What follows belongs to an exercise in optimizing a design on an open flow for small area and a short achievable clock period; a production flow would make more cautious choices. RTL that was checked went through simulation tests only; none was proved equivalent to the original. Function not checked in run 3: the RTL went through the layout flow alone.

**config.mk**
```make
export PLATFORM = sky130hd
export DESIGN_NAME = scr_curve_thr
export DESIGN_NICKNAME = scr_curve_thr
export VERILOG_FILES = /design/flow/design.v
export SDC_FILE = /design/flow/constraint.sdc
export NUM_CORES = 4
export LEC_CHECK = 0
export ABC_CLOCK_PERIOD_IN_PS = 40000
export CAP_MARGIN = 20
export CORE_MARGIN = 2
export CORE_UTILIZATION = 40
export GPL_TIMING_DRIVEN = 0
export PLACE_DENSITY = 0.6
export SLEW_MARGIN = 20
export SYNTH_HIERARCHICAL = 1
export SYNTH_MINIMUM_KEEP_SIZE = 0
```
**constraint.sdc**
```tcl
create_clock -name core_clock -period 70.0 [get_ports {clk}]
set_input_delay 14.0000 -clock core_clock [delete_from_list [all_inputs] [get_ports {clk}]]
set_output_delay 14.0000 -clock core_clock [all_outputs]
set_load 0.01 [all_outputs]
```
**design.v**
```verilog
module scr_curve_thr (
    input             clk,
    input             rst,
    input             in_valid,
    input      [11:0] g,           
    input      [95:0] curve,       
    input      [55:0] thr,         
    input      [2:0]  nbnd,        
    input             off,         
    output reg        out_valid,
    output reg [11:0] v,
    output reg [2:0]  level
);
    wire [11:0] pa, pb, su;
    wire        dec, m0;
    scr_pick u_pick (.g(g), .curve(curve), .pa(pa), .pb(pb), .s(su), .dec(dec), .m0(m0));
    reg        s_valid;
    reg [11:0] s_pa, s_pb, s_s;
    reg        s_dec, s_m0;
    reg [55:0] s_thr;
    reg [2:0]  s_nbnd;
    reg        s_off;
    always @(posedge clk) begin
        if (rst) s_valid <= 1'b0;
        else     s_valid <= in_valid;
        s_pa   <= pa;
        s_pb   <= pb;
        s_s    <= su;
        s_dec  <= dec;
        s_m0   <= m0;
        s_thr  <= thr;
        s_nbnd <= nbnd;
        s_off  <= off;
    end
    reg  [11:0] w;
    integer i;
    always @(*)
        for (i = 0; i < 12; i = i + 1)
            w[i] = s_s[i] ^ (~s_dec & ((s_s & ((12'd1 << i) - 12'd1)) == ((12'd1 << i) - 12'd1)))
                 ^ s_m0;
    wire pp0_0 = ~(w[0] ? s_pb[0] : s_pa[0]);
    wire pp0_1 = ~(w[0] ? s_pb[1] : s_pa[1]);
    wire pp0_2 = ~(w[0] ? s_pb[2] : s_pa[2]);
    wire pp0_3 = ~(w[0] ? s_pb[3] : s_pa[3]);
    wire pp0_4 = ~(w[0] ? s_pb[4] : s_pa[4]);
    wire pp0_5 = ~(w[0] ? s_pb[5] : s_pa[5]);
    wire pp0_6 = ~(w[0] ? s_pb[6] : s_pa[6]);
    wire pp0_7 = ~(w[0] ? s_pb[7] : s_pa[7]);
    wire pp0_8 = ~(w[0] ? s_pb[8] : s_pa[8]);
    wire pp0_9 = ~(w[0] ? s_pb[9] : s_pa[9]);
    wire pp0_10 = ~(w[0] ? s_pb[10] : s_pa[10]);
    wire pp0_11 = ~(w[0] ? s_pb[11] : s_pa[11]);
    wire pp1_0 = ~(w[1] ? s_pb[0] : s_pa[0]);
    wire pp1_1 = ~(w[1] ? s_pb[1] : s_pa[1]);
    wire pp1_2 = ~(w[1] ? s_pb[2] : s_pa[2]);
    wire pp1_3 = ~(w[1] ? s_pb[3] : s_pa[3]);
    wire pp1_4 = ~(w[1] ? s_pb[4] : s_pa[4]);
    wire pp1_5 = ~(w[1] ? s_pb[5] : s_pa[5]);
    wire pp1_6 = ~(w[1] ? s_pb[6] : s_pa[6]);
    wire pp1_7 = ~(w[1] ? s_pb[7] : s_pa[7]);
    wire pp1_8 = ~(w[1] ? s_pb[8] : s_pa[8]);
    wire pp1_9 = ~(w[1] ? s_pb[9] : s_pa[9]);
    wire pp1_10 = ~(w[1] ? s_pb[10] : s_pa[10]);
    wire pp1_11 = ~(w[1] ? s_pb[11] : s_pa[11]);
    wire pp2_0 = ~(w[2] ? s_pb[0] : s_pa[0]);
    wire pp2_1 = ~(w[2] ? s_pb[1] : s_pa[1]);
    wire pp2_2 = ~(w[2] ? s_pb[2] : s_pa[2]);
    wire pp2_3 = ~(w[2] ? s_pb[3] : s_pa[3]);
    wire pp2_4 = ~(w[2] ? s_pb[4] : s_pa[4]);
    wire pp2_5 = ~(w[2] ? s_pb[5] : s_pa[5]);
    wire pp2_6 = ~(w[2] ? s_pb[6] : s_pa[6]);
    wire pp2_7 = ~(w[2] ? s_pb[7] : s_pa[7]);
    wire pp2_8 = ~(w[2] ? s_pb[8] : s_pa[8]);
    wire pp2_9 = ~(w[2] ? s_pb[9] : s_pa[9]);
    wire pp2_10 = ~(w[2] ? s_pb[10] : s_pa[10]);
    wire pp2_11 = ~(w[2] ? s_pb[11] : s_pa[11]);
    wire pp3_0 = ~(w[3] ? s_pb[0] : s_pa[0]);
    wire pp3_1 = ~(w[3] ? s_pb[1] : s_pa[1]);
    wire pp3_2 = ~(w[3] ? s_pb[2] : s_pa[2]);
    wire pp3_3 = ~(w[3] ? s_pb[3] : s_pa[3]);
    wire pp3_4 = ~(w[3] ? s_pb[4] : s_pa[4]);
    wire pp3_5 = ~(w[3] ? s_pb[5] : s_pa[5]);
    wire pp3_6 = ~(w[3] ? s_pb[6] : s_pa[6]);
    wire pp3_7 = ~(w[3] ? s_pb[7] : s_pa[7]);
    wire pp3_8 = ~(w[3] ? s_pb[8] : s_pa[8]);
    wire pp3_9 = ~(w[3] ? s_pb[9] : s_pa[9]);
    wire pp3_10 = ~(w[3] ? s_pb[10] : s_pa[10]);
    wire pp3_11 = ~(w[3] ? s_pb[11] : s_pa[11]);
    wire pp4_0 = ~(w[4] ? s_pb[0] : s_pa[0]);
    wire pp4_1 = ~(w[4] ? s_pb[1] : s_pa[1]);
    wire pp4_2 = ~(w[4] ? s_pb[2] : s_pa[2]);
    wire pp4_3 = ~(w[4] ? s_pb[3] : s_pa[3]);
    wire pp4_4 = ~(w[4] ? s_pb[4] : s_pa[4]);
    wire pp4_5 = ~(w[4] ? s_pb[5] : s_pa[5]);
    wire pp4_6 = ~(w[4] ? s_pb[6] : s_pa[6]);
    wire pp4_7 = ~(w[4] ? s_pb[7] : s_pa[7]);
    wire pp4_8 = ~(w[4] ? s_pb[8] : s_pa[8]);
    wire pp4_9 = ~(w[4] ? s_pb[9] : s_pa[9]);
    wire pp4_10 = ~(w[4] ? s_pb[10] : s_pa[10]);
    wire pp4_11 = ~(w[4] ? s_pb[11] : s_pa[11]);
    wire pp5_0 = ~(w[5] ? s_pb[0] : s_pa[0]);
    wire pp5_1 = ~(w[5] ? s_pb[1] : s_pa[1]);
    wire pp5_2 = ~(w[5] ? s_pb[2] : s_pa[2]);
    wire pp5_3 = ~(w[5] ? s_pb[3] : s_pa[3]);
    wire pp5_4 = ~(w[5] ? s_pb[4] : s_pa[4]);
    wire pp5_5 = ~(w[5] ? s_pb[5] : s_pa[5]);
    wire pp5_6 = ~(w[5] ? s_pb[6] : s_pa[6]);
    wire pp5_7 = ~(w[5] ? s_pb[7] : s_pa[7]);
    wire pp5_8 = ~(w[5] ? s_pb[8] : s_pa[8]);
    wire pp5_9 = ~(w[5] ? s_pb[9] : s_pa[9]);
    wire pp5_10 = ~(w[5] ? s_pb[10] : s_pa[10]);
    wire pp5_11 = ~(w[5] ? s_pb[11] : s_pa[11]);
    wire pp6_0 = ~(w[6] ? s_pb[0] : s_pa[0]);
    wire pp6_1 = ~(w[6] ? s_pb[1] : s_pa[1]);
    wire pp6_2 = ~(w[6] ? s_pb[2] : s_pa[2]);
    wire pp6_3 = ~(w[6] ? s_pb[3] : s_pa[3]);
    wire pp6_4 = ~(w[6] ? s_pb[4] : s_pa[4]);
    wire pp6_5 = ~(w[6] ? s_pb[5] : s_pa[5]);
    wire pp6_6 = ~(w[6] ? s_pb[6] : s_pa[6]);
    wire pp6_7 = ~(w[6] ? s_pb[7] : s_pa[7]);
    wire pp6_8 = ~(w[6] ? s_pb[8] : s_pa[8]);
    wire pp6_9 = ~(w[6] ? s_pb[9] : s_pa[9]);
    wire pp6_10 = ~(w[6] ? s_pb[10] : s_pa[10]);
    wire pp6_11 = ~(w[6] ? s_pb[11] : s_pa[11]);
    wire pp7_0 = ~(w[7] ? s_pb[0] : s_pa[0]);
    wire pp7_1 = ~(w[7] ? s_pb[1] : s_pa[1]);
    wire pp7_2 = ~(w[7] ? s_pb[2] : s_pa[2]);
    wire pp7_3 = ~(w[7] ? s_pb[3] : s_pa[3]);
    wire pp7_4 = ~(w[7] ? s_pb[4] : s_pa[4]);
    wire pp7_5 = ~(w[7] ? s_pb[5] : s_pa[5]);
    wire pp7_6 = ~(w[7] ? s_pb[6] : s_pa[6]);
    wire pp7_7 = ~(w[7] ? s_pb[7] : s_pa[7]);
    wire pp7_8 = ~(w[7] ? s_pb[8] : s_pa[8]);
    wire pp7_9 = ~(w[7] ? s_pb[9] : s_pa[9]);
    wire pp7_10 = ~(w[7] ? s_pb[10] : s_pa[10]);
    wire pp7_11 = ~(w[7] ? s_pb[11] : s_pa[11]);
    wire pp8_0 = ~(w[8] ? s_pb[0] : s_pa[0]);
    wire pp8_1 = ~(w[8] ? s_pb[1] : s_pa[1]);
    wire pp8_2 = ~(w[8] ? s_pb[2] : s_pa[2]);
    wire pp8_3 = ~(w[8] ? s_pb[3] : s_pa[3]);
    wire pp8_4 = ~(w[8] ? s_pb[4] : s_pa[4]);
    wire pp8_5 = ~(w[8] ? s_pb[5] : s_pa[5]);
    wire pp8_6 = ~(w[8] ? s_pb[6] : s_pa[6]);
    wire pp8_7 = ~(w[8] ? s_pb[7] : s_pa[7]);
    wire pp8_8 = ~(w[8] ? s_pb[8] : s_pa[8]);
    wire pp8_9 = ~(w[8] ? s_pb[9] : s_pa[9]);
    wire pp8_10 = ~(w[8] ? s_pb[10] : s_pa[10]);
    wire pp8_11 = ~(w[8] ? s_pb[11] : s_pa[11]);
    wire pp9_0 = ~(w[9] ? s_pb[0] : s_pa[0]);
    wire pp9_1 = ~(w[9] ? s_pb[1] : s_pa[1]);
    wire pp9_2 = ~(w[9] ? s_pb[2] : s_pa[2]);
    wire pp9_3 = ~(w[9] ? s_pb[3] : s_pa[3]);
    wire pp9_4 = ~(w[9] ? s_pb[4] : s_pa[4]);
    wire pp9_5 = ~(w[9] ? s_pb[5] : s_pa[5]);
    wire pp9_6 = ~(w[9] ? s_pb[6] : s_pa[6]);
    wire pp9_7 = ~(w[9] ? s_pb[7] : s_pa[7]);
    wire pp9_8 = ~(w[9] ? s_pb[8] : s_pa[8]);
    wire pp9_9 = ~(w[9] ? s_pb[9] : s_pa[9]);
    wire pp9_10 = ~(w[9] ? s_pb[10] : s_pa[10]);
    wire pp9_11 = ~(w[9] ? s_pb[11] : s_pa[11]);
    wire pp10_0 = ~(w[10] ? s_pb[0] : s_pa[0]);
    wire pp10_1 = ~(w[10] ? s_pb[1] : s_pa[1]);
    wire pp10_2 = ~(w[10] ? s_pb[2] : s_pa[2]);
    wire pp10_3 = ~(w[10] ? s_pb[3] : s_pa[3]);
    wire pp10_4 = ~(w[10] ? s_pb[4] : s_pa[4]);
    wire pp10_5 = ~(w[10] ? s_pb[5] : s_pa[5]);
    wire pp10_6 = ~(w[10] ? s_pb[6] : s_pa[6]);
    wire pp10_7 = ~(w[10] ? s_pb[7] : s_pa[7]);
    wire pp10_8 = ~(w[10] ? s_pb[8] : s_pa[8]);
    wire pp10_9 = ~(w[10] ? s_pb[9] : s_pa[9]);
    wire pp10_10 = ~(w[10] ? s_pb[10] : s_pa[10]);
    wire pp10_11 = ~(w[10] ? s_pb[11] : s_pa[11]);
    wire pp11_0 = ~(w[11] ? s_pb[0] : s_pa[0]);
    wire pp11_1 = ~(w[11] ? s_pb[1] : s_pa[1]);
    wire pp11_2 = ~(w[11] ? s_pb[2] : s_pa[2]);
    wire pp11_3 = ~(w[11] ? s_pb[3] : s_pa[3]);
    wire pp11_4 = ~(w[11] ? s_pb[4] : s_pa[4]);
    wire pp11_5 = ~(w[11] ? s_pb[5] : s_pa[5]);
    wire pp11_6 = ~(w[11] ? s_pb[6] : s_pa[6]);
    wire pp11_7 = ~(w[11] ? s_pb[7] : s_pa[7]);
    wire pp11_8 = ~(w[11] ? s_pb[8] : s_pa[8]);
    wire pp11_9 = ~(w[11] ? s_pb[9] : s_pa[9]);
    wire pp11_10 = ~(w[11] ? s_pb[10] : s_pa[10]);
    wire pp11_11 = ~(w[11] ? s_pb[11] : s_pa[11]);
    wire s1, c2;
    scr_ha ha3 (.a(pp0_2), .b(pp1_1), .s(s1), .co(c2));
    wire s4, c5;
    scr_ha ha6 (.a(pp0_3), .b(pp1_2), .s(s4), .co(c5));
    wire s7, c8;
    scr_fa fa9 (.a(pp2_1), .b(pp3_0), .c(c2), .s(s7), .co(c8));
    wire s10, c11;
    scr_ha ha12 (.a(pp0_4), .b(pp1_3), .s(s10), .co(c11));
    wire s13, c14;
    scr_fa fa15 (.a(pp2_2), .b(pp3_1), .c(pp4_0), .s(s13), .co(c14));
    wire s16, c17;
    scr_fa fa18 (.a(c5), .b(s10), .c(s13), .s(s16), .co(c17));
    wire s19, c20;
    scr_ha ha21 (.a(pp0_5), .b(pp1_4), .s(s19), .co(c20));
    wire s22, c23;
    scr_fa fa24 (.a(pp2_3), .b(pp3_2), .c(pp4_1), .s(s22), .co(c23));
    wire s25, c26;
    scr_fa fa27 (.a(pp5_0), .b(c11), .c(c14), .s(s25), .co(c26));
    wire s28, c29;
    scr_fa fa30 (.a(s19), .b(s22), .c(c17), .s(s28), .co(c29));
    wire s31, c32;
    scr_ha ha33 (.a(pp0_6), .b(pp1_5), .s(s31), .co(c32));
    wire s34, c35;
    scr_fa fa36 (.a(pp2_4), .b(pp3_3), .c(pp4_2), .s(s34), .co(c35));
    wire s37, c38;
    scr_fa fa39 (.a(pp5_1), .b(pp6_0), .c(c20), .s(s37), .co(c38));
    wire s40, c41;
    scr_fa fa42 (.a(c23), .b(s31), .c(s34), .s(s40), .co(c41));
    wire s43, c44;
    scr_fa fa45 (.a(c26), .b(s37), .c(s40), .s(s43), .co(c44));
    wire s46, c47;
    scr_ha ha48 (.a(pp0_7), .b(pp1_6), .s(s46), .co(c47));
    wire s49, c50;
    scr_fa fa51 (.a(pp2_5), .b(pp3_4), .c(pp4_3), .s(s49), .co(c50));
    wire s52, c53;
    scr_fa fa54 (.a(pp5_2), .b(pp6_1), .c(pp7_0), .s(s52), .co(c53));
    wire s55, c56;
    scr_fa fa57 (.a(c32), .b(c35), .c(s46), .s(s55), .co(c56));
    wire s58, c59;
    scr_fa fa60 (.a(s49), .b(s52), .c(c38), .s(s58), .co(c59));
    wire s61, c62;
    scr_fa fa63 (.a(c41), .b(s55), .c(s58), .s(s61), .co(c62));
    wire s64, c65;
    scr_ha ha66 (.a(pp0_8), .b(pp1_7), .s(s64), .co(c65));
    wire s67, c68;
    scr_fa fa69 (.a(pp2_6), .b(pp3_5), .c(pp4_4), .s(s67), .co(c68));
    wire s70, c71;
    scr_fa fa72 (.a(pp5_3), .b(pp6_2), .c(pp7_1), .s(s70), .co(c71));
    wire s73, c74;
    scr_fa fa75 (.a(pp8_0), .b(c47), .c(c50), .s(s73), .co(c74));
    wire s76, c77;
    scr_fa fa78 (.a(c53), .b(s64), .c(s67), .s(s76), .co(c77));
    wire s79, c80;
    scr_fa fa81 (.a(s70), .b(c56), .c(s73), .s(s79), .co(c80));
    wire s82, c83;
    scr_fa fa84 (.a(s76), .b(c59), .c(s79), .s(s82), .co(c83));
    wire s85, c86;
    scr_ha ha87 (.a(pp0_9), .b(pp1_8), .s(s85), .co(c86));
    wire s88, c89;
    scr_fa fa90 (.a(pp2_7), .b(pp3_6), .c(pp4_5), .s(s88), .co(c89));
    wire s91, c92;
    scr_fa fa93 (.a(pp5_4), .b(pp6_3), .c(pp7_2), .s(s91), .co(c92));
    wire s94, c95;
    scr_fa fa96 (.a(pp8_1), .b(pp9_0), .c(c65), .s(s94), .co(c95));
    wire s97, c98;
    scr_fa fa99 (.a(c68), .b(c71), .c(s85), .s(s97), .co(c98));
    wire s100, c101;
    scr_fa fa102 (.a(s88), .b(s91), .c(c74), .s(s100), .co(c101));
    wire s103, c104;
    scr_fa fa105 (.a(c77), .b(s94), .c(s97), .s(s103), .co(c104));
    wire s106, c107;
    scr_fa fa108 (.a(s100), .b(c80), .c(s103), .s(s106), .co(c107));
    wire s109, c110;
    scr_ha ha111 (.a(pp0_10), .b(pp10_0), .s(s109), .co(c110));
    wire s112, c113;
    scr_fa fa114 (.a(pp1_9), .b(pp2_8), .c(pp3_7), .s(s112), .co(c113));
    wire s115, c116;
    scr_fa fa117 (.a(pp4_6), .b(pp5_5), .c(pp6_4), .s(s115), .co(c116));
    wire s118, c119;
    scr_fa fa120 (.a(pp7_3), .b(pp8_2), .c(pp9_1), .s(s118), .co(c119));
    wire s121, c122;
    scr_fa fa123 (.a(c86), .b(c89), .c(c92), .s(s121), .co(c122));
    wire s124, c125;
    scr_fa fa126 (.a(s109), .b(s112), .c(s115), .s(s124), .co(c125));
    wire s127, c128;
    scr_fa fa129 (.a(s118), .b(c95), .c(c98), .s(s127), .co(c128));
    wire s130, c131;
    scr_fa fa132 (.a(s121), .b(s124), .c(c101), .s(s130), .co(c131));
    wire s133, c134;
    scr_fa fa135 (.a(s127), .b(c104), .c(s130), .s(s133), .co(c134));
    wire s136, c137;
    scr_fa fa138 (.a(pp0_11), .b(pp10_1), .c(pp11_0), .s(s136), .co(c137));
    wire s139, c140;
    scr_fa fa141 (.a(pp1_10), .b(pp2_9), .c(pp3_8), .s(s139), .co(c140));
    wire s142, c143;
    scr_fa fa144 (.a(pp4_7), .b(pp5_6), .c(pp6_5), .s(s142), .co(c143));
    wire s145, c146;
    scr_fa fa147 (.a(pp7_4), .b(pp8_3), .c(pp9_2), .s(s145), .co(c146));
    wire s148, c149;
    scr_fa fa150 (.a(c110), .b(c113), .c(c116), .s(s148), .co(c149));
    wire s151, c152;
    scr_fa fa153 (.a(c119), .b(s136), .c(s139), .s(s151), .co(c152));
    wire s154, c155;
    scr_fa fa156 (.a(s142), .b(s145), .c(c122), .s(s154), .co(c155));
    wire s157, c158;
    scr_fa fa159 (.a(c125), .b(s148), .c(s151), .s(s157), .co(c158));
    wire s160, c161;
    scr_fa fa162 (.a(s154), .b(c128), .c(s157), .s(s160), .co(c161));
    wire s163, c164;
    scr_fa fa165 (.a(c131), .b(s160), .c(c134), .s(s163), .co(c164));
    wire s166, c167;
    scr_fa fa168 (.a(pp10_2), .b(pp11_1), .c(pp1_11), .s(s166), .co(c167));
    wire s169, c170;
    scr_fa fa171 (.a(pp2_10), .b(pp3_9), .c(pp4_8), .s(s169), .co(c170));
    wire s172, c173;
    scr_fa fa174 (.a(pp5_7), .b(pp6_6), .c(pp7_5), .s(s172), .co(c173));
    wire s175, c176;
    scr_fa fa177 (.a(pp8_4), .b(pp9_3), .c(c137), .s(s175), .co(c176));
    wire s178, c179;
    scr_fa fa180 (.a(c140), .b(c143), .c(c146), .s(s178), .co(c179));
    wire s181, c182;
    scr_fa fa183 (.a(s166), .b(s169), .c(s172), .s(s181), .co(c182));
    wire s184, c185;
    scr_fa fa186 (.a(c149), .b(c152), .c(s175), .s(s184), .co(c185));
    wire s187, c188;
    scr_fa fa189 (.a(s178), .b(s181), .c(c155), .s(s187), .co(c188));
    wire s190, c191;
    scr_fa fa192 (.a(s184), .b(c158), .c(s187), .s(s190), .co(c191));
    wire s193, c194;
    scr_fa fa195 (.a(c161), .b(s190), .c(c164), .s(s193), .co(c194));
    wire s196, c197;
    scr_fa fa198 (.a(pp10_3), .b(pp11_2), .c(pp2_11), .s(s196), .co(c197));
    wire s199, c200;
    scr_fa fa201 (.a(pp3_10), .b(pp4_9), .c(pp5_8), .s(s199), .co(c200));
    wire s202, c203;
    scr_fa fa204 (.a(pp6_7), .b(pp7_6), .c(pp8_5), .s(s202), .co(c203));
    wire s205, c206;
    scr_fa fa207 (.a(pp9_4), .b(c167), .c(c170), .s(s205), .co(c206));
    wire s208, c209;
    scr_fa fa210 (.a(c173), .b(s196), .c(s199), .s(s208), .co(c209));
    wire s211, c212;
    scr_fa fa213 (.a(s202), .b(c176), .c(c179), .s(s211), .co(c212));
    wire s214, c215;
    scr_fa fa216 (.a(c182), .b(s205), .c(s208), .s(s214), .co(c215));
    wire s217, c218;
    scr_fa fa219 (.a(s211), .b(c185), .c(s214), .s(s217), .co(c218));
    wire s220, c221;
    scr_fa fa222 (.a(c188), .b(s217), .c(c191), .s(s220), .co(c221));
    wire s223, c224;
    scr_fa fa225 (.a(pp10_4), .b(pp11_3), .c(pp3_11), .s(s223), .co(c224));
    wire s226, c227;
    scr_fa fa228 (.a(pp4_10), .b(pp5_9), .c(pp6_8), .s(s226), .co(c227));
    wire s229, c230;
    scr_fa fa231 (.a(pp7_7), .b(pp8_6), .c(pp9_5), .s(s229), .co(c230));
    wire s232, c233;
    scr_fa fa234 (.a(c197), .b(c200), .c(c203), .s(s232), .co(c233));
    wire s235, c236;
    scr_fa fa237 (.a(s223), .b(s226), .c(s229), .s(s235), .co(c236));
    wire s238, c239;
    scr_fa fa240 (.a(c206), .b(c209), .c(s232), .s(s238), .co(c239));
    wire s241, c242;
    scr_fa fa243 (.a(s235), .b(c212), .c(s238), .s(s241), .co(c242));
    wire s244, c245;
    scr_fa fa246 (.a(c215), .b(c218), .c(s241), .s(s244), .co(c245));
    wire s247, c248;
    scr_fa fa249 (.a(pp10_5), .b(pp11_4), .c(pp4_11), .s(s247), .co(c248));
    wire s250, c251;
    scr_fa fa252 (.a(pp5_10), .b(pp6_9), .c(pp7_8), .s(s250), .co(c251));
    wire s253, c254;
    scr_fa fa255 (.a(pp8_7), .b(pp9_6), .c(c224), .s(s253), .co(c254));
    wire s256, c257;
    scr_fa fa258 (.a(c227), .b(c230), .c(s247), .s(s256), .co(c257));
    wire s259, c260;
    scr_fa fa261 (.a(s250), .b(c233), .c(c236), .s(s259), .co(c260));
    wire s262, c263;
    scr_fa fa264 (.a(s253), .b(s256), .c(c239), .s(s262), .co(c263));
    wire s265, c266;
    scr_fa fa267 (.a(s259), .b(c242), .c(s262), .s(s265), .co(c266));
    wire s268, c269;
    scr_fa fa270 (.a(pp10_6), .b(pp11_5), .c(pp5_11), .s(s268), .co(c269));
    wire s271, c272;
    scr_fa fa273 (.a(pp6_10), .b(pp7_9), .c(pp8_8), .s(s271), .co(c272));
    wire s274, c275;
    scr_fa fa276 (.a(pp9_7), .b(c248), .c(c251), .s(s274), .co(c275));
    wire s277, c278;
    scr_fa fa279 (.a(s268), .b(s271), .c(c254), .s(s277), .co(c278));
    wire s280, c281;
    scr_fa fa282 (.a(c257), .b(s274), .c(s277), .s(s280), .co(c281));
    wire s283, c284;
    scr_fa fa285 (.a(c260), .b(c263), .c(s280), .s(s283), .co(c284));
    wire s286, c287;
    scr_fa fa288 (.a(pp10_7), .b(pp11_6), .c(pp6_11), .s(s286), .co(c287));
    wire s289, c290;
    scr_fa fa291 (.a(pp7_10), .b(pp8_9), .c(pp9_8), .s(s289), .co(c290));
    wire s292, c293;
    scr_fa fa294 (.a(c269), .b(c272), .c(s286), .s(s292), .co(c293));
    wire s295, c296;
    scr_fa fa297 (.a(s289), .b(c275), .c(s292), .s(s295), .co(c296));
    wire s298, c299;
    scr_fa fa300 (.a(c278), .b(s295), .c(c281), .s(s298), .co(c299));
    wire s301, c302;
    scr_fa fa303 (.a(pp10_8), .b(pp11_7), .c(pp7_11), .s(s301), .co(c302));
    wire s304, c305;
    scr_fa fa306 (.a(pp8_10), .b(pp9_9), .c(c287), .s(s304), .co(c305));
    wire s307, c308;
    scr_fa fa309 (.a(c290), .b(s301), .c(c293), .s(s307), .co(c308));
    wire s310, c311;
    scr_fa fa312 (.a(s304), .b(s307), .c(c296), .s(s310), .co(c311));
    wire s313, c314;
    scr_fa fa315 (.a(pp10_9), .b(pp11_8), .c(pp8_11), .s(s313), .co(c314));
    wire s316, c317;
    scr_fa fa318 (.a(pp9_10), .b(c302), .c(s313), .s(s316), .co(c317));
    wire s319, c320;
    scr_fa fa321 (.a(c305), .b(s316), .c(c308), .s(s319), .co(c320));
    wire s322, c323;
    scr_fa fa324 (.a(pp10_10), .b(pp11_9), .c(pp9_11), .s(s322), .co(c323));
    wire s325, c326;
    scr_fa fa327 (.a(c314), .b(s322), .c(c317), .s(s325), .co(c326));
    wire s328, c329;
    scr_fa fa330 (.a(pp10_11), .b(pp11_10), .c(c323), .s(s328), .co(c329));
    wire [23:0] q, qn;
    assign q = ~qn;
    wire s331 = ~pp0_0;
    wire c332 = pp0_0;
    assign qn[0] = s331;
    wire s333, c334;
    scr_fa fa335 (.a(pp0_1), .b(pp1_0), .c(c332), .s(s333), .co(c334));
    assign qn[1] = s333;
    wire s336, c337;
    scr_fa fa338 (.a(pp2_0), .b(s1), .c(c334), .s(s336), .co(c337));
    assign qn[2] = s336;
    wire s339, c340;
    scr_fa fa341 (.a(s4), .b(s7), .c(c337), .s(s339), .co(c340));
    assign qn[3] = s339;
    wire s342, c343;
    scr_fa fa344 (.a(c8), .b(s16), .c(c340), .s(s342), .co(c343));
    assign qn[4] = s342;
    wire s345, c346;
    scr_fa fa347 (.a(s25), .b(s28), .c(c343), .s(s345), .co(c346));
    assign qn[5] = s345;
    wire s348, c349;
    scr_fa fa350 (.a(c29), .b(s43), .c(c346), .s(s348), .co(c349));
    assign qn[6] = s348;
    wire s351, c352;
    scr_fa fa353 (.a(c44), .b(s61), .c(c349), .s(s351), .co(c352));
    assign qn[7] = s351;
    wire s354, c355;
    scr_fa fa356 (.a(c62), .b(s82), .c(c352), .s(s354), .co(c355));
    assign qn[8] = s354;
    wire s357, c358;
    scr_fa fa359 (.a(c83), .b(s106), .c(c355), .s(s357), .co(c358));
    assign qn[9] = s357;
    wire s360, c361;
    scr_fa fa362 (.a(c107), .b(s133), .c(c358), .s(s360), .co(c361));
    assign qn[10] = s360;
    wire s363 = ~(s163 ^ c361);
    wire c364 = s163 | c361;
    assign qn[11] = s363;
    wire s365 = ~(s193 ^ c364);
    wire c366 = s193 | c364;
    assign qn[12] = s365;
    wire s367, c368;
    scr_fa fa369 (.a(s220), .b(c194), .c(c366), .s(s367), .co(c368));
    assign qn[13] = s367;
    wire s370, c371;
    scr_fa fa372 (.a(s244), .b(c221), .c(c368), .s(s370), .co(c371));
    assign qn[14] = s370;
    wire s373, c374;
    scr_fa fa375 (.a(c245), .b(s265), .c(c371), .s(s373), .co(c374));
    assign qn[15] = s373;
    wire s376, c377;
    scr_fa fa378 (.a(c266), .b(s283), .c(c374), .s(s376), .co(c377));
    assign qn[16] = s376;
    wire s379, c380;
    scr_fa fa381 (.a(c284), .b(s298), .c(c377), .s(s379), .co(c380));
    assign qn[17] = s379;
    wire s382, c383;
    scr_fa fa384 (.a(s310), .b(c299), .c(c380), .s(s382), .co(c383));
    assign qn[18] = s382;
    wire s385, c386;
    scr_fa fa387 (.a(c311), .b(s319), .c(c383), .s(s385), .co(c386));
    assign qn[19] = s385;
    wire s388, c389;
    scr_fa fa390 (.a(s325), .b(c320), .c(c386), .s(s388), .co(c389));
    assign qn[20] = s388;
    wire s391, c392;
    scr_fa fa393 (.a(s328), .b(c326), .c(c389), .s(s391), .co(c392));
    assign qn[21] = s391;
    wire s394, c395;
    scr_fa fa396 (.a(pp11_11), .b(c329), .c(c392), .s(s394), .co(c395));
    assign qn[22] = s394;
    assign qn[23] = c395;
    wire [11:0] qa = q[23:12];
    wire [11:0] qb = q[11:0];
    reg  [11:0] v_c;
    reg         k;
    always @(*) begin
        k = 1'b0;
        for (i = 0; i < 12; i = i + 1)
            k = (qa[i] & qb[i]) | (qa[i] & k) | (qb[i] & k);
        for (i = 0; i < 12; i = i + 1)
            v_c[i] = qa[i] ^ (k & ((qa & ((12'd1 << i) - 12'd1)) == ((12'd1 << i) - 12'd1)));
    end
    reg  [6:0] hit;
    reg  [8:0] tb;
    reg        gt;
    integer b, j;
    always @(*) begin
        for (b = 0; b < 7; b = b + 1) begin
            tb = {s_thr[8 * b +: 8], 1'b0};
            gt = 1'b0;
            for (j = 0; j < 9; j = j + 1)
                gt = (v_c[3 + j] & ~tb[j]) | ((v_c[3 + j] | ~tb[j]) & gt);
            hit[b] = gt & (b + 1 <= s_nbnd) & ~s_off;
        end
    end
    wire h1s = hit[0] ^ hit[1] ^ hit[2];
    wire h1c = (hit[0] & hit[1]) | (hit[0] & hit[2]) | (hit[1] & hit[2]);
    wire h2s = hit[3] ^ hit[4] ^ hit[5];
    wire h2c = (hit[3] & hit[4]) | (hit[3] & hit[5]) | (hit[4] & hit[5]);
    wire h3s = h1s ^ h2s ^ hit[6];
    wire h3c = (h1s & h2s) | (h1s & hit[6]) | (h2s & hit[6]);
    wire h4s = h1c ^ h2c ^ h3c;
    wire h4c = (h1c & h2c) | (h1c & h3c) | (h2c & h3c);
    wire [2:0] cnt = {h4c, h4s, h3s};
    always @(posedge clk) begin
        if (rst) out_valid <= 1'b0;
        else     out_valid <= s_valid;
        v     <= v_c;
        level <= cnt;
    end
endmodule
module scr_pick (
    input      [11:0] g,
    input      [95:0] curve,
    output     [11:0] pa,
    output     [11:0] pb,
    output     [11:0] s,
    output            dec,
    output            m0
);
    wire [2:0]  g3 = g[11:9];
    reg  [2:0]  b0, b1;
    reg         x0, x1;
    integer k, i;
    always @(*) begin
        for (k = 0; k < 3; k = k + 1) begin
            x0 = 1'b0;
            x1 = 1'b1;
            for (i = 0; i < 3; i = i + 1) begin
                x0 = (~g[3 * k + i] & g3[i]) | ((~g[3 * k + i] | g3[i]) & x0);
                x1 = (~g[3 * k + i] & g3[i]) | ((~g[3 * k + i] | g3[i]) & x1);
            end
            b0[k] = x0;
            b1[k] = x1;
        end
    end
    wire        l1 = b0[0] ? b1[1] : b0[1];
    wire        lt = l1 ? b1[2] : b0[2];
    assign      dec = lt | (&g);                   
    reg  [3:0]  ea0, ea1, ob0, ob1;                
    always @(*) begin
        case (g3)
            3'd0:    begin ea0 = 4'b0001; ea1 = 4'b0001; ob0 = 4'b0001; ob1 = 4'b0001; end
            3'd1:    begin ea0 = 4'b0010; ea1 = 4'b0001; ob0 = 4'b0001; ob1 = 4'b0001; end
            3'd2:    begin ea0 = 4'b0010; ea1 = 4'b0010; ob0 = 4'b0010; ob1 = 4'b0001; end
            3'd3:    begin ea0 = 4'b0100; ea1 = 4'b0010; ob0 = 4'b0010; ob1 = 4'b0010; end
            3'd4:    begin ea0 = 4'b0100; ea1 = 4'b0100; ob0 = 4'b0100; ob1 = 4'b0010; end
            3'd5:    begin ea0 = 4'b1000; ea1 = 4'b0100; ob0 = 4'b0100; ob1 = 4'b0100; end
            3'd6:    begin ea0 = 4'b1000; ea1 = 4'b1000; ob0 = 4'b1000; ob1 = 4'b0100; end
            default: begin ea0 = 4'b1000; ea1 = 4'b1000; ob0 = 4'b1000; ob1 = 4'b1000; end
        endcase
    end
    wire [3:0]  ea = lt ? ea1 : ea0;
    wire [3:0]  ob = lt ? ob1 : ob0;
    scr_sel4 u_sela (.sel(ea), .p0(curve[11:0]),  .p1(curve[35:24]), .p2(curve[59:48]), .p3(curve[83:72]), .y(pa));
    scr_sel4 u_selb (.sel(ob), .p0(curve[23:12]), .p1(curve[47:36]), .p2(curve[71:60]), .p3(curve[95:84]), .y(pb));
    scr_rot u_rot (.g(g), .s(s));
    assign m0 = g[9] ^ dec;
endmodule
module scr_sel4 (
    input      [3:0]  sel,
    input      [11:0] p0,
    input      [11:0] p1,
    input      [11:0] p2,
    input      [11:0] p3,
    output     [11:0] y
);
    assign y = ({12{sel[0]}} & p0) | ({12{sel[1]}} & p1)
             | ({12{sel[2]}} & p2) | ({12{sel[3]}} & p3);
endmodule
module scr_rot (
    input      [11:0] g,
    output     [11:0] s
);
    assign s = {g[8:0], g[11:9]} + ~g;
endmodule
module scr_fa (input a, input b, input c, output s, output co);
    assign s  = a ^ b ^ c;
    assign co = (a & b) | (a & c) | (b & c);
endmodule
module scr_ha (input a, input b, output s, output co);
    assign s  = a ^ b;
    assign co = a & b;
endmodule
```
**flow/run.sh**
```bash
#!/bin/bash
# The standard layout (standard.sh), with each port buffered by a
# sky130_fd_sc_hd__buf_2 instead of the cell buffer_ports picks by default.
# make's full output goes to standard.log; ORFS writes each step's log under
# orfs/logs/.
set -euo pipefail
export BUFFER_PORTS_ARGS="-buffer_cell sky130_fd_sc_hd__buf_2"
bash standard.sh > standard.log 2>&1
```
**standard.sh**
```bash
#!/bin/bash
# synth_recipe.tcl (not shown) runs the flow's synth.tcl, then flattens the netlist and writes it again
# the make line also repeats each setting of config.mk as NAME=value (left out here)
make -C /OpenROAD-flow-scripts/flow DESIGN_CONFIG=/design/flow/config.mk WORK_HOME=/design/flow/orfs CLKGATE_MAP_FILE= SYNTH_SCRIPT=/design/flow/synth_recipe.tcl "${@:-finish}"
```
==> impl_metrics.ini, run 1 <==
[die]
core_um2 = 25040
num_rows = 58
die_x_um = 163.2
die_y_um = 163.2
fp.dieArea_um2 = 26630
start_util_pct = 40.49
io_pins = 187

[clock_tree]
cts.sinks = 115
h-tree-depth = 4
clk_pin_slew_ns = 0.06
cts_inserted_buffers = 17
cts.hold.buffers_added = 0
postCtsSetupBuffers = 0
clock_tree.root_cell = clkbuf_16
clk_path_buf_depth = 2
clk_latency_ns = 0.43
tritoncts = done
postCtsResizedCells = 0

[global_routing]
grt_util_all_layers_pct = 21.78
grt_pass1_wl_um = 45160
antenna_found_initial = 0
grt_pass1_vias = 8494
overflow = 0
grt_max_degree = 17

[synth]
synth_adder_area_share_pct = 28.92
synthArstFlopShare_pct = 0
seq_area_frac_synth_pct = 22.71
ys_seq_elements = 115
avgSynthCellArea_um2 = 10.39
synth_top_family_by_area = adder cells
synth.distinct_cells = 79
synth_compound_area_share_pct = 16.33
netlist_area_um2 = 10140
yosys_warnings = 8
synth_fp_nets = 1297
synthSimpleGateAreaFrac_pct = 8.985
synthCells = 976
synthFlopType = dfxtp_1
synth_edf_count = 0
synthMuxAreaShare_pct = 14.51
synth-xor-area-share_pct = 3.616

[placement]
dp_cells = 1492
place.gp.congestion = 0.9003
io_buffers = 186
placed_cell_area_um2 = 11480
hpwl_um = 22380

[route]
final_antenna_net_count = 0
viasPerCell = 5.541
drt-initial-drc-count = 580
drc_errors = 0
totalWireLength_um = 28500
avgRoutedWirePerCell_um = 18.70
firstDrtPassIters = 6
num_vias = 8445

[worst_setup_path]
worstPathArrival_ns = 16.29
end_kind = flop
crit_fanout = 10
worstSetupPathType = primary input to flop
critPathLaunchType = primary input
required_ns = 70.36

[timing]
setup_tns_ns = 0
finalCritPeriodShare_pct = 22.75
setup_viol = 0
rsz0062_at_grt = false
skew_ns = 0.01028
max_freq_mhz = 62.79
relSlewSlack_pct = 36.50
hold_viol_final = 0
period_needed_ns = 15.93
tightestPinTransition_ns = 0.9525
drv_slew = 0

[hold_path]
hold_class = flop to flop

[cells_and_area]
fin_nets = 1502
drive_gt1_share_pct = 22.36
stdcell_count = 1524
finalInstanceArea_um2 = 12070
antennaDiodeCount = 0
syn2layout_area_growth_pct = 19.04
layout_commonest_cell = buf_2
final_cell_mix = buf_2, mux2i_1, fa_1, dfxtp_1, nand2_1
filler_cell_count = 2384

[job]
drv_cap = 0

[status]
run_status = no timing/DRC/antenna violations
-- Yosys stat by module (local to each module, per instance) --
| module | area [µm²] | flops+latches |
|---|---|---|
| scr_curve_thr | 6122 | 115 |
| scr_rot | 476.7 | 0 |
| scr_pick | 470.5 | 0 |
| scr_sel4 | 266.5 | 0 |
| scr_fa | 20.02 | 0 |
| scr_ha | 12.51 | 0 |
-- flip-flops by register name (all words and copies together), names as in the netlist --
name / flops
s_off: 1
s_valid: 1
s_m0: 1
level: 3
s_pb: 12
s_nbnd: 3
out_valid: 1
s_pa: 12
s_s: 12
v: 12
s_dec: 1
s_thr: 56
-- cell families after synthesis --
logic type / count (synthesis)
AOI/OAI and AO/OA: 216
and+or+nand+nor: 188
adders and majority gates: 160
muxes: 147
DFF: 115
buffers and inverters: 109
xor gates and xnor gates: 41
-- metrics by stage --
step	utilization, %	setup WS, ns	hold slack (ns)
floorplan	-	54.25	0.4138
global placement	45.86	53.70	0.4189
detailed placement	45.86	53.72	0.4306
CTS	48.20	54.16	0.4501
global route	48.20	53.87	0.4600
finish	48.20	54.07	0.4437
-- cell type report --
| class | count | area, µm² | area share (%) |
|---|---|---|---|
| plain buffers | 67 | 339.1 | 2.810 |
| inverters | 42 | 160.2 | 1.327 |
| well taps | 330 | 412.9 | 3.421 |
| clock inverters | 12 | 120.1 | 0.9953 |
| clock buffers | 20 | 466.7 | 3.867 |
| flip-flops and latches | 115 | 2302 | 19.08 |
| multi-input cells | 752 | 7336 | 60.79 |
| repair buffers | 186 | 930.9 | 7.714 |
-- critical path, cell delays in order --
cell and delay [ns]:
buf_2 0.12, buf_6 0.15, inv_4 0.07, a2bb2oi_4 0.19, a2111oi_4 0.36, a2bb2oi_4 0.29
o21ai_0 0.16, a31oi_1 0.48, buf_4 0.28, a22oi_1 0.08, nand2_1 0.10
-- Yosys cell counts, types with 3 or more instances --
cell / instances / area (µm²)
nand2_1: 61 / 229.0
maj3_2: 7 / 78.83
clkbuf_1: 45 / 168.9
a311o_1: 3 / 30.03
a2111oi_0: 3 / 26.28
or2_2: 3 / 18.77
xnor2_1: 28 / 245.2
nor3_1: 12 / 60.06
maj3_1: 3 / 30.03
dfxtp_1: 115 / 2302
o21a_1: 6 / 45.04
and2_1: 7 / 43.79
o21ai_1: 4 / 20.02
nor2_1: 42 / 157.7
nor2b_1: 6 / 37.54
buf_2: 7 / 35.03
o2111ai_1: 4 / 35.03
fa_1: 126 / 2522
buf_4: 3 / 22.52
inv_1: 40 / 150.1
a211oi_1: 8 / 60.06
buf_6: 9 / 101.4
o31ai_1: 5 / 37.54
a21oi_1: 33 / 165.2
o21ai_0: 17 / 85.08
o22ai_1: 13 / 81.33
nor4_1: 4 / 25.02
or3_1: 5 / 31.28
buf_1: 3 / 11.26
a31oi_1: 7 / 43.79
and3_1: 4 / 25.02
a21o_1: 7 / 52.55
a211o_1: 3 / 26.28
nand4_1: 5 / 31.28
o221ai_1: 4 / 35.03
a22oi_1: 58 / 435.4
mux2i_1: 147 / 1471
nand3_1: 19 / 95.09
ha_1: 24 / 300.3
xor2_1: 12 / 105.1
o211ai_1: 5 / 37.54
nand2b_1: 10 / 62.56
-- routing by layer --
| layer | wire length, µm | track usage (%) |
|---|---|---|
| met1 | 12130 | 28.62 |
| met2 | 13230 | 35.14 |
| met3 | 2418 | 5.079 |
| met4 | 718 | 7.763 |
| met5 | 0 | 0 |
-- path summary, 6_finish.rpt --
check,start,depth (start not counted),slack (ns),endpoint
max,g[9],11,54.07,s_pa[6]
min,s_valid,1,0.44,out_valid
max reg2reg,s_m0,43,54.78,level[1]
min reg2reg,s_valid,1,0.44,out_valid
==> inputs of run 2 (changes only) <==
--- a/config.mk
+++ b/config.mk
@@ -10,4 +10,5 @@
 export CORE_MARGIN = 2
 export CORE_UTILIZATION = 40
+export CTS_BUF_LIST = sky130_fd_sc_hd__clkbuf_8
 export GPL_TIMING_DRIVEN = 0
 export PLACE_DENSITY = 0.6
==> run 2 against run 1 <==
  * Clock skew increased by 0.0023 ns
  * Final area decreased by 1.6%
  * Highest routed layer unchanged
  * First-iteration DRC count increased by 10%
==> impl_metrics.ini, run 2 <==
[status]
run_status = no timing/DRC/antenna violations

[global_routing]
grt_pass1_wl_um = 44990
grt_util_all_layers_pct = 21.64
grt_pass1_vias = 8425
overflow = 0
antenna_found_initial = 0
grt_max_degree = 17

[timing]
drv_slew = 0
period_needed_ns = 15.89
finalCritPeriodShare_pct = 22.70
rsz0062_at_grt = false
hold_viol_final = 0
skew_ns = 0.01262
max_freq_mhz = 62.92
tightestPinTransition_ns = 0.9152
relSlewSlack_pct = 38.99
setup_tns_ns = 0
setup_viol = 0

[synth]
synth_edf_count = 0
netlist_area_um2 = 10140
synth_commonest_cells = mux2i_1, fa_1, dfxtp_1, nand2_1, a22oi_1
synth_fp_nets = 1297
yosys.area.top_type_share_pct = 24.88
yosysMostFrequentCell = mux2i_1
avgSynthCellArea_um2 = 10.39
synthFlopType = dfxtp_1
synth.distinct_cells = 79
yosysTopAreaCell = fa_1
ys_seq_elements = 115
seq_area_frac_synth_pct = 22.71
synthArstFlopShare_pct = 0
synthTopCellsByArea = fa_1, dfxtp_1, mux2i_1
synthCells = 976
yosys_warnings = 8

[clock_tree]
h-tree-depth = 4
clock_tree.root_cell = clkbuf_8
cts.hold.buffers_added = 0
cts_inserted_buffers = 17
clk_latency_ns = 0.45
cts.sinks = 115
tritoncts = done
clk_path_buf_depth = 2
clk_pin_slew_ns = 0.09
postCtsResizedCells = 0
postCtsSetupBuffers = 0

[worst_setup_path]
required_ns = 70.38
worstSetupStartpoint = g[9]
crit_fanout = 10
r2r-start = s_m0
critPathLaunchType = primary input
worstPathArrival_ns = 16.28
worstSetupPathType = primary input to flop
end_kind = flop

[cells_and_area]
antennaDiodeCount = 0
filler_cell_count = 2402
stdcell_count = 1524
final_cell_mix = buf_2, mux2i_1, fa_1, dfxtp_1, nand2_1
fin_nets = 1502
finalInstanceArea_um2 = 11880
top_register = s_thr
largest_register_ffs = 56
drive_gt1_share_pct = 22.36
syn2layout_area_growth_pct = 17.16
layout_commonest_cell = buf_2

[route]
met1_length_um = 12360
totalWireLength_um = 28170
highest_layer = met4
wl_met2_um = 13160
viasPerCell = 5.469
avgRoutedWirePerCell_um = 18.49
drt-initial-drc-count = 640
firstDrtPassIters = 5
drc_errors = 0
final_antenna_net_count = 0
num_vias = 8334
wl_met3_um = 2117

[placement]
hpwl_um = 22380
placed_cell_area_um2 = 11480
dp_cells = 1492
io_buffers = 186
place.gp.congestion = 0.9003

[job]
drv_cap = 0

[die]
io_pins = 187
die_y_um = 163.2
core_um2 = 25040
die_x_um = 163.2
num_rows = 58
fp.dieArea_um2 = 26630
start_util_pct = 40.49

[hold_path]
hold_class = flop to flop
min_from = s_valid
==> run 2: cell counts after synthesis <==
Identical to the previous run, type by type.
==> run 2: path summary, 6_finish.rpt <==
kind | depth (start not counted) | slack [ns] | end
worst max register to register | 43 | 54.83 | level[1]
worst max-delay path | 11 | 54.11 | s_pa[6]
worst min register to register | 1 | 0.46 | out_valid
worst min-delay path | 1 | 0.46 | out_valid
==> run 2: worst max-delay path, stage by stage <==
cell,delay [ns]
buf_2,0.12
buf_6,0.15
inv_4,0.07
a2bb2oi_4,0.19
a2111oi_4,0.36
a2bb2oi_4,0.29
o21ai_0,0.16
a31oi_1,0.47
buf_4,0.28
a22oi_1,0.08
nand2_1,0.10
==> run 2: routing by layer <==
layer	up-vias	global-route usage, %
met3	35	4.469
met5	-	0
met1	4025	28.88
met2	366	35.54
li1	3908	-
met4	0	6.154
==> run 2: modules after synthesis (local to each module, per instance) <==
module,flip-flops and latches,times used
scr_sel4,0,2
scr_curve_thr,115,1
scr_fa,0,121
scr_pick,0,1
scr_ha,0,9
scr_rot,0,1
==> run 2: metrics by stage <==
stage	hold WS [ns]	util, %	setup slack (ns)
6_report	0.4570	47.44	54.11
5_1_grt	0.4689	47.44	53.91
4_1_cts	0.4603	47.44	54.20
3_5_place_dp	0.4306	45.86	53.72
3_3_place_gp	0.4189	45.86	53.70
2_1_floorplan	0.4138	-	54.25
==> run 2: final cells by class <==
| type | instances | area [µm²] | share of cell area (%) |
|---|---|---|---|
| Sequential cell | 115 | 2302 | 19.38 |
| Multi-Input combinational cell | 752 | 7336 | 61.77 |
| Clock buffer | 20 | 275.3 | 2.318 |
| Buffer | 67 | 339.1 | 2.855 |
| Timing Repair Buffer | 186 | 930.9 | 7.838 |
| Tap cell | 330 | 412.9 | 3.477 |
| Clock inverter | 12 | 120.1 | 1.011 |
| Inverter | 42 | 160.2 | 1.349 |
==> run 2: kinds of logic (layout without fill, tap and decap cells) <==
logic type               after synthesis  after routing  share of synthesized area, %
AO/OA/AOI/OAI                        216            216                         16.33
AND/OR/NAND/NOR                      188            188                         8.986
adder cells (fa/ha/maj)              160            160                         28.92
multiplexers                         147            147                         14.51
flip-flops                           115            115                         22.71
buffers and inverters                109            327                         4.925
XOR/XNOR                              41             41                         3.616
==> inputs of run 3 (changes only) <==
--- a/design.v
+++ b/design.v
@@ -525,21 +525,7 @@
 );
     wire [2:0]  g3 = g[11:9];
-    reg  [2:0]  b0, b1;
-    reg         x0, x1;
-    integer k, i;
-    always @(*) begin
-        for (k = 0; k < 3; k = k + 1) begin
-            x0 = 1'b0;
-            x1 = 1'b1;
-            for (i = 0; i < 3; i = i + 1) begin
-                x0 = (~g[3 * k + i] & g3[i]) | ((~g[3 * k + i] | g3[i]) & x0);
-                x1 = (~g[3 * k + i] & g3[i]) | ((~g[3 * k + i] | g3[i]) & x1);
-            end
-            b0[k] = x0;
-            b1[k] = x1;
-        end
-    end
-    wire        l1 = b0[0] ? b1[1] : b0[1];
-    wire        lt = l1 ? b1[2] : b0[2];
+    wire        lt;
+    scr_lt u_lt (.g(g), .lt(lt));
+    integer i;
     assign      dec = lt | (&g);                   
     reg  [3:0]  ea0, ea1, ob0, ob1;                
@@ -563,4 +549,27 @@
     assign m0 = g[9] ^ dec;
 endmodule
+module scr_lt (
+    input      [11:0] g,
+    output            lt
+);
+    wire [2:0]  g3 = g[11:9];
+    reg  [2:0]  b0, b1;
+    reg         x0, x1;
+    integer k, i;
+    always @(*) begin
+        for (k = 0; k < 3; k = k + 1) begin
+            x0 = 1'b0;
+            x1 = 1'b1;
+            for (i = 0; i < 3; i = i + 1) begin
+                x0 = (~g[3 * k + i] & g3[i]) | ((~g[3 * k + i] | g3[i]) & x0);
+                x1 = (~g[3 * k + i] & g3[i]) | ((~g[3 * k + i] | g3[i]) & x1);
+            end
+            b0[k] = x0;
+            b1[k] = x1;
+        end
+    end
+    wire        l1 = b0[0] ? b1[1] : b0[1];
+    assign      lt = l1 ? b1[2] : b0[2];
+endmodule
 module scr_sel4 (
     input      [3:0]  sel,
==> run 3 against run 2 <==
  * Clock skew is 0.0045 ns higher
  * Global-route usage down 0.32 points
  * Flip-flop and latch count unchanged
  * Sequential share of layout area increased by 0.12 points
  * Final area fell by 0.59%
  * Via count decreased by 4.1%
==> impl_metrics.ini, run 3 <==
[worst_setup_path]
crit_fanout = 11
r2r_end = level[1]
reg2reg_depth = 43
r2r-start = s_m0
required_ns = 70.33
critPathLaunchType = primary input
worstSetupPathType = primary input to flop
endpoint = s_pa[8]
r2r_slack_ns = 54.83
worstPathArrival_ns = 16.11
end_kind = flop
worstSetupStartpoint = g[9]

[cells_and_area]
filler_cell_count = 2331
drive_gt1_share_pct = 22.91
layout_commonest_cell = buf_2
fin_nets = 1482
antennaDiodeCount = 0
multiInputGateArea_um2 = 7204
syn2layout_area_growth_pct = 18.08
finalInstanceArea_um2 = 11810
final_cell_mix = buf_2, mux2i_1, fa_1, dfxtp_1
largest_register_ffs = 56
top_register = s_thr
regArea_um2 = 2302

[timing]
max_freq_mhz = 63.37
rsz0062_at_grt = false
setup_tns_ns = 0
hold_viol_final = 0
finalCritPeriodShare_pct = 22.54
drv_slew = 0
period_needed_ns = 15.78
hold-worst-slack_ns = 0.4442
skew_ns = 0.01714
setup_viol = 0
relSlewSlack_pct = 34.98
fin_ws_ns = 54.22
tightestPinTransition_ns = 0.9753

[global_routing]
grt_max_degree = 17
grt_pass1_wl_um = 43490
antenna_found_initial = 0
grtUsageMet2_pct = 34.27
grt_pass1_vias = 8288
grt_util_all_layers_pct = 21.32
grt_util_met1_pct = 28.49
grt_busiest_layer = met2
grt_use_met3_pct = 4.699
overflow = 0

[clock_tree]
postCtsResizedCells = 0
clock_tree.root_cell = clkbuf_8
postCtsSetupBuffers = 0
clk_latency_ns = 0.46
cts.sinks = 115
tritoncts = done
clk_path_buf_depth = 2
cts.hold.buffers_added = 0
h-tree-depth = 4
clk_pin_slew_ns = 0.08
cts_inserted_buffers = 17

[synth]
synth_edf_count = 0
yosysTopAreaCell = fa_1
synthTopCellsByArea = fa_1, dfxtp_1, mux2i_1
yosys.area.top_type_share_pct = 25.23
yosys_warnings = 9
synthCells = 956
avgSynthCellArea_um2 = 10.46
netlist_area_um2 = 9998
synth.distinct_cells = 83
ys_seq_elements = 115
synth_commonest_cells = mux2i_1, fa_1, dfxtp_1, a22oi_1, nand2_1
synth_fp_nets = 1277
yosysMostFrequentCell = mux2i_1
synthArstFlopShare_pct = 0
synthFlopType = dfxtp_1
seq_area_frac_synth_pct = 23.03

[route]
viasPerCell = 5.336
drc_errors = 0
final_antenna_net_count = 0
num_vias = 7993
firstDrtPassIters = 6
avgRoutedWirePerCell_um = 18.09
drt-initial-drc-count = 480
totalWireLength_um = 27100

[placement]
hpwl_um = 21490
place_ws_ns = 53.73
placed_cell_area_um2 = 11330
place.gp.congestion = 0.8598
io_buffers = 186

[die]
die_x_um = 162.1
start_util_pct = 40.87
core_um2 = 24460
die_y_um = 162.1
io_pins = 187
fp.dieArea_um2 = 26280
num_rows = 57

[job]
drv_cap = 0

[hold_path]
hold_class = flop to flop
min_from = s_valid

[status]
run_status = no timing/DRC/antenna violations
[run 3: cell count changes in the layout (fill, tap and decap cells not counted), sizes merged, moves of 3 or more]
cell     before  now
nor2         42   37
a2bb2oi       4    1
bufinv        1    5
maj3         10   13
clkbuf       65   62
a21oi        34   30
nand2        61   58
o21ai        22   19
a211oi        9    5
[run 3: cell families after synthesis]
family          after synthesis  share of synthesized area [%]
mux                         148                          14.82
xor+xnor                     43                          3.842
flops                       115                          23.03
buf+inv                     108                          4.918
simple gates                187                          9.461
fa+ha+maj                   163                          29.65
compound gates              192                          14.29
[run 3: per-stage QoR]
stage                     util [%]  cells
after global routing         48.26   1498
after detailed placement     46.34   1466
after CTS                    48.26   1498
final                        48.26   1498
after global placement       46.34   1466
after floorplan                  -    956
[run 3: critical path: stages]
cell and delay, ns:
buf_2 0.20, nor2b_4 0.17, maj3_2 0.20, o221ai_2 0.08, a32oi_1 0.45, and2b_1 0.28
xnor2_1 0.14, nor2_1 0.08, buf_4 0.18, a22oi_1 0.23, nand2_1 0.09
[run 3: worst min path at each step]
stage / to / slack (ns) / cells after the start
6_report: out_valid / 0.44 / 1
5_1_grt: out_valid / 0.47 / 1
4_1_cts: out_valid / 0.45 / 1
3_5_place_dp: out_valid / 0.44 / 1
3_3_place_gp: out_valid / 0.42 / 1
2_1_floorplan: out_valid / 0.41 / 1
[run 3: Yosys stat by module, one instance, submodules excluded]
module | flops+latches | times used | cells | area [µm²]
scr_pick | 0 | 1 | 23 | 172.7
scr_ha | 0 | 9 | 1 | 12.51
scr_sel4 | 0 | 2 | 40 | 266.5
scr_lt | 0 | 1 | 23 | 158.9
scr_rot | 0 | 1 | 66 | 476.7
scr_fa | 0 | 121 | 1 | 20.02
scr_curve_thr | 115 | 1 | 634 | 6122
[run 3: metal layers]
metal,routed length (µm),vias up
met5,0,-
met4,662,0
met3,1888,41
met2,12210,331
met1,12330,3811
li1,-,3810
[run 3: cell type report]
class | instances | share of cell area [%]
tap | 324 | 3.434
timing repair buffer | 186 | 7.885
clock inverter | 14 | 1.897
inverter | 42 | 1.335
buffer | 66 | 2.830
sequential | 115 | 19.50
clock buffer | 18 | 2.098
multi-input combinational | 733 | 61.02
==> inputs of run 4 (changes only) <==
--- a/design.v
+++ b/design.v
@@ -525,7 +525,21 @@
 );
     wire [2:0]  g3 = g[11:9];
-    wire        lt;
-    scr_lt u_lt (.g(g), .lt(lt));
-    integer i;
+    reg  [2:0]  b0, b1;
+    reg         x0, x1;
+    integer k, i;
+    always @(*) begin
+        for (k = 0; k < 3; k = k + 1) begin
+            x0 = 1'b0;
+            x1 = 1'b1;
+            for (i = 0; i < 3; i = i + 1) begin
+                x0 = (~g[3 * k + i] & g3[i]) | ((~g[3 * k + i] | g3[i]) & x0);
+                x1 = (~g[3 * k + i] & g3[i]) | ((~g[3 * k + i] | g3[i]) & x1);
+            end
+            b0[k] = x0;
+            b1[k] = x1;
+        end
+    end
+    wire        l1 = b0[0] ? b1[1] : b0[1];
+    wire        lt = l1 ? b1[2] : b0[2];
     assign      dec = lt | (&g);                   
     reg  [3:0]  ea0, ea1, ob0, ob1;                
@@ -549,27 +563,4 @@
     assign m0 = g[9] ^ dec;
 endmodule
-module scr_lt (
-    input      [11:0] g,
-    output            lt
-);
-    wire [2:0]  g3 = g[11:9];
-    reg  [2:0]  b0, b1;
-    reg         x0, x1;
-    integer k, i;
-    always @(*) begin
-        for (k = 0; k < 3; k = k + 1) begin
-            x0 = 1'b0;
-            x1 = 1'b1;
-            for (i = 0; i < 3; i = i + 1) begin
-                x0 = (~g[3 * k + i] & g3[i]) | ((~g[3 * k + i] | g3[i]) & x0);
-                x1 = (~g[3 * k + i] & g3[i]) | ((~g[3 * k + i] | g3[i]) & x1);
-            end
-            b0[k] = x0;
-            b1[k] = x1;
-        end
-    end
-    wire        l1 = b0[0] ? b1[1] : b0[1];
-    assign      lt = l1 ? b1[2] : b0[2];
-endmodule
 module scr_sel4 (
     input      [3:0]  sel,
==> flow/run.sh (replaced) <==
#!/bin/bash
# The standard layout (standard.sh), with each port buffered by a
# sky130_fd_sc_hd__buf_1 instead of the cell buffer_ports picks by default.
# make's full output goes to standard.log; ORFS writes each step's log under
# orfs/logs/.
set -euo pipefail
export BUFFER_PORTS_ARGS="-buffer_cell sky130_fd_sc_hd__buf_1"
bash standard.sh > standard.log 2>&1
==> run 4 against run 3 <==
  * Maximum frequency down 1.9%
  * Register-to-register slack worse by 0.08 ns
  * Clock skew down 0.0079 ns
  * Synthesized cell count up 2.1%
  * Hold slack better by 0.0086 ns
  * First-iteration DRC count up 14%
  * Wire length up 4.2%
  * Synthesized area up 1.4%
  * Global-route usage up 0.46 points
  * Largest cell class unchanged
==> impl_metrics.ini, run 4 <==
[global_routing]
grt_util_all_layers_pct = 21.79
grt_use_met3_pct = 4.418
overflow = 0
grt_busiest_layer = met2
antenna_found_initial = 0
grt_pass1_wl_um = 45250
grt_max_degree = 17
grt_util_met1_pct = 29.16
grt_pass1_vias = 8471
grtUsageMet2_pct = 35.96

[route]
firstDrtPassIters = 5
num_vias = 8305
totalWireLength_um = 28220
final_antenna_net_count = 0
drt-initial-drc-count = 547
drc_errors = 0
viasPerCell = 5.449
avgRoutedWirePerCell_um = 18.52

[die]
num_rows = 58
start_util_pct = 40.49
core_um2 = 25040
die_x_um = 163.2
die_y_um = 163.2
io_pins = 187
fp.dieArea_um2 = 26630

[worst_setup_path]
path_depth = 10
worstSetupPathType = primary input to flop
path_cells = buf_1 > nand2b_1 > and2_1 > a2111oi_4 > a2bb2oi_4 > o21ai_0 > a31oi_1 > buf_4 > a22oi_1 > nand2_1
r2r_slack_ns = 54.75
worstPathArrival_ns = 16.47
end_kind = flop
slowest_delay_ns = 0.48
endpoint = s_pa[6]
r2r-start = s_m0
reg2reg_depth = 43
crit_fanout = 10
cpLargestDelayFamily = compound AO/OA/AOI/OAI gates
r2r_end = level[1]
slowest_stage = a31oi_1
required_ns = 70.39
cp_num_buf_inv = 2
critPathLaunchType = primary input
worstSetupStartpoint = g[10]

[cells_and_area]
layout_commonest_cell = buf_1
antennaDiodeCount = 0
drive_gt1_share_pct = 6.784
top_register = s_thr
fin_nets = 1502
syn2layout_area_growth_pct = 15.18
finalInstanceArea_um2 = 11680
largest_register_ffs = 56
filler_cell_count = 2462
final_cell_mix = buf_1, mux2i_1, fa_1, dfxtp_1, nand2_1

[timing]
drv_slew = 0
setup_tns_ns = 0
hold-worst-slack_ns = 0.4528
max_freq_mhz = 62.19
fin_ws_ns = 53.92
rsz0062_at_grt = false
hold_viol_final = 0
tightestPinTransition_ns = 0.9318
relSlewSlack_pct = 37.88
setup_viol = 0
finalCritPeriodShare_pct = 22.97
skew_ns = 0.009269
period_needed_ns = 16.08

[synth]
seq_area_frac_synth_pct = 22.71
avgSynthCellArea_um2 = 10.39
synthCells = 976
synth_commonest_cells = mux2i_1, fa_1, dfxtp_1, nand2_1, a22oi_1
synthArstFlopShare_pct = 0
yosysTopAreaCell = fa_1
yosys_warnings = 8
ys_seq_elements = 115
netlist_area_um2 = 10140
synth.distinct_cells = 79
yosys.area.top_type_share_pct = 24.88
yosysMostFrequentCell = mux2i_1
synth_fp_nets = 1297
synthFlopType = dfxtp_1
synth_edf_count = 0
synthTopCellsByArea = fa_1, dfxtp_1, mux2i_1

[clock_tree]
postCtsResizedCells = 0
cts.sinks = 115
tritoncts = done
h-tree-depth = 4
clk_path_buf_depth = 2
clk_latency_ns = 0.45
clock_tree.root_cell = clkbuf_8
clk_pin_slew_ns = 0.09
cts.hold.buffers_added = 0
cts_inserted_buffers = 17
postCtsSetupBuffers = 0

[placement]
io_buffers = 186
placed_cell_area_um2 = 11250
hpwl_um = 22380
place_ws_ns = 53.50
place.gp.congestion = 0.8877

[hold_path]
hold_class = flop to flop
min_delay_path_depth = 1

[job]
drv_cap = 0

[status]
run_status = no timing/DRC/antenna violations
==> run 4: cell count changes in the layout (fill, tap and decap cells not counted), moves of 3 or more <==
cell	delta
o21ai_0	+4
clkinv_4	-3
inv_6	+3
buf_1	+186
nor2_1	+5
a21oi_1	+4
a211oi_1	+4
nand2_1	+3
buf_2	-185
==> run 4: cell type report <==
cell class	count	area [µm²]	share of cell area, %
Tap cell	330	412.9	3.536
Buffer	67	339.1	2.904
Inverter	42	160.2	1.372
Multi-Input combinational cell	752	7336	62.83
Timing Repair Buffer	186	698.2	5.979
Clock buffer	17	234.0	2.004
Clock inverter	15	193.9	1.661
Sequential cell	115	2302	19.72
==> run 4: per-layer routing <==
metal | up-vias | share of wire, %
met3 | 29 | 7.4
met2 | 354 | 47
met5 | - | 0
met1 | 4006 | 44
li1 | 3916 | -
met4 | 0 | 1.5
==> run 4: through the flow <==
stage / instances / util, %
finish: 1524 / 46.64
global route: 1524 / 46.64
CTS: 1524 / 46.64
detailed placement: 1492 / 44.93
global placement: 1492 / 44.93
floorplan: 976 / -
==> run 4: worst min-delay path by stage <==
stage	from	end	slack, ns
after global placement	s_valid	out_valid	0.42
after global routing	s_valid	out_valid	0.46
after floorplan	s_valid	out_valid	0.41
after CTS	s_valid	out_valid	0.46
final	s_valid	out_valid	0.45
after detailed placement	s_valid	out_valid	0.43
==> run 4: logic make-up after synthesis <==
kind of cell | count (synthesis) | synth area share (%)
compound gates | 216 | 16.33
simple gates | 188 | 8.986
fa+ha+maj | 160 | 28.92
mux | 147 | 14.51
flops | 115 | 22.71
buf+inv | 109 | 4.925
xor+xnor | 41 | 3.616
==> run 4: worst reg2reg max path, delay by kind of cell (launching register included) <==
kind,cells,cell delay (ns)
AOI/OAI and AO/OA,7,1.92
muxes,1,0.23
DFF,1,0.42
xor gates and xnor gates,2,0.54
buffers and inverters,6,1.61
adders and majority gates,26,10.01
and+or+nand+nor,1,0.42
==> run 4: Yosys stat by module (local to each module, per instance) <==
module	cells inside	cell area [µm²]	flops+latches	times used
scr_pick	66	470.5	0	1
scr_rot	66	476.7	0	1
scr_ha	1	12.51	0	9
scr_sel4	40	266.5	0	2
scr_curve_thr	634	6122	115	1
scr_fa	1	20.02	0	121

afterwards: timing with drivers on the ports:
Ports are ideal in the flow. The routed layouts listed here were re-timed in OpenROAD.
Step 1 sets driving cells, clkbuf_16 on the clock port and buf_2 on the other inputs (assumed; they add their load-dependent delay and slew).
Step 2 adds t to the input delays and takes it off the output delays; t is the mean of the earliest and latest rising clock arrival at the registers after step 1. Input paths then give back, and output paths get back, about the clock's delay inside the block.
a / b / c = no drivers / after step 1 / after step 2; a / b = the first two.
| run | shift t [ns] | slack for setup (ns) | clock arrival spread, ns | cell pins on the clock port's net |
|---|---|---|---|---|
| run 1 | 0.474 | 54.073 / 54.090 / 53.616 | 0.010 / 0.011 | 1 |
| run 2 | 0.489 | 54.108 / 54.121 / 53.631 | 0.018 / 0.019 | 1 |
| run 3 | 0.491 | 54.219 / 54.243 / 53.751 | 0.017 / 0.017 | 1 |
| run 4 | 0.488 | 53.919 / 53.940 / 53.452 | 0.012 / 0.012 | 1 |
After both steps every run listed still meets setup and hold. The setup slack of run 2, which loses most, moves by +0.013 ns with the drivers and by -0.477 ns with both steps.
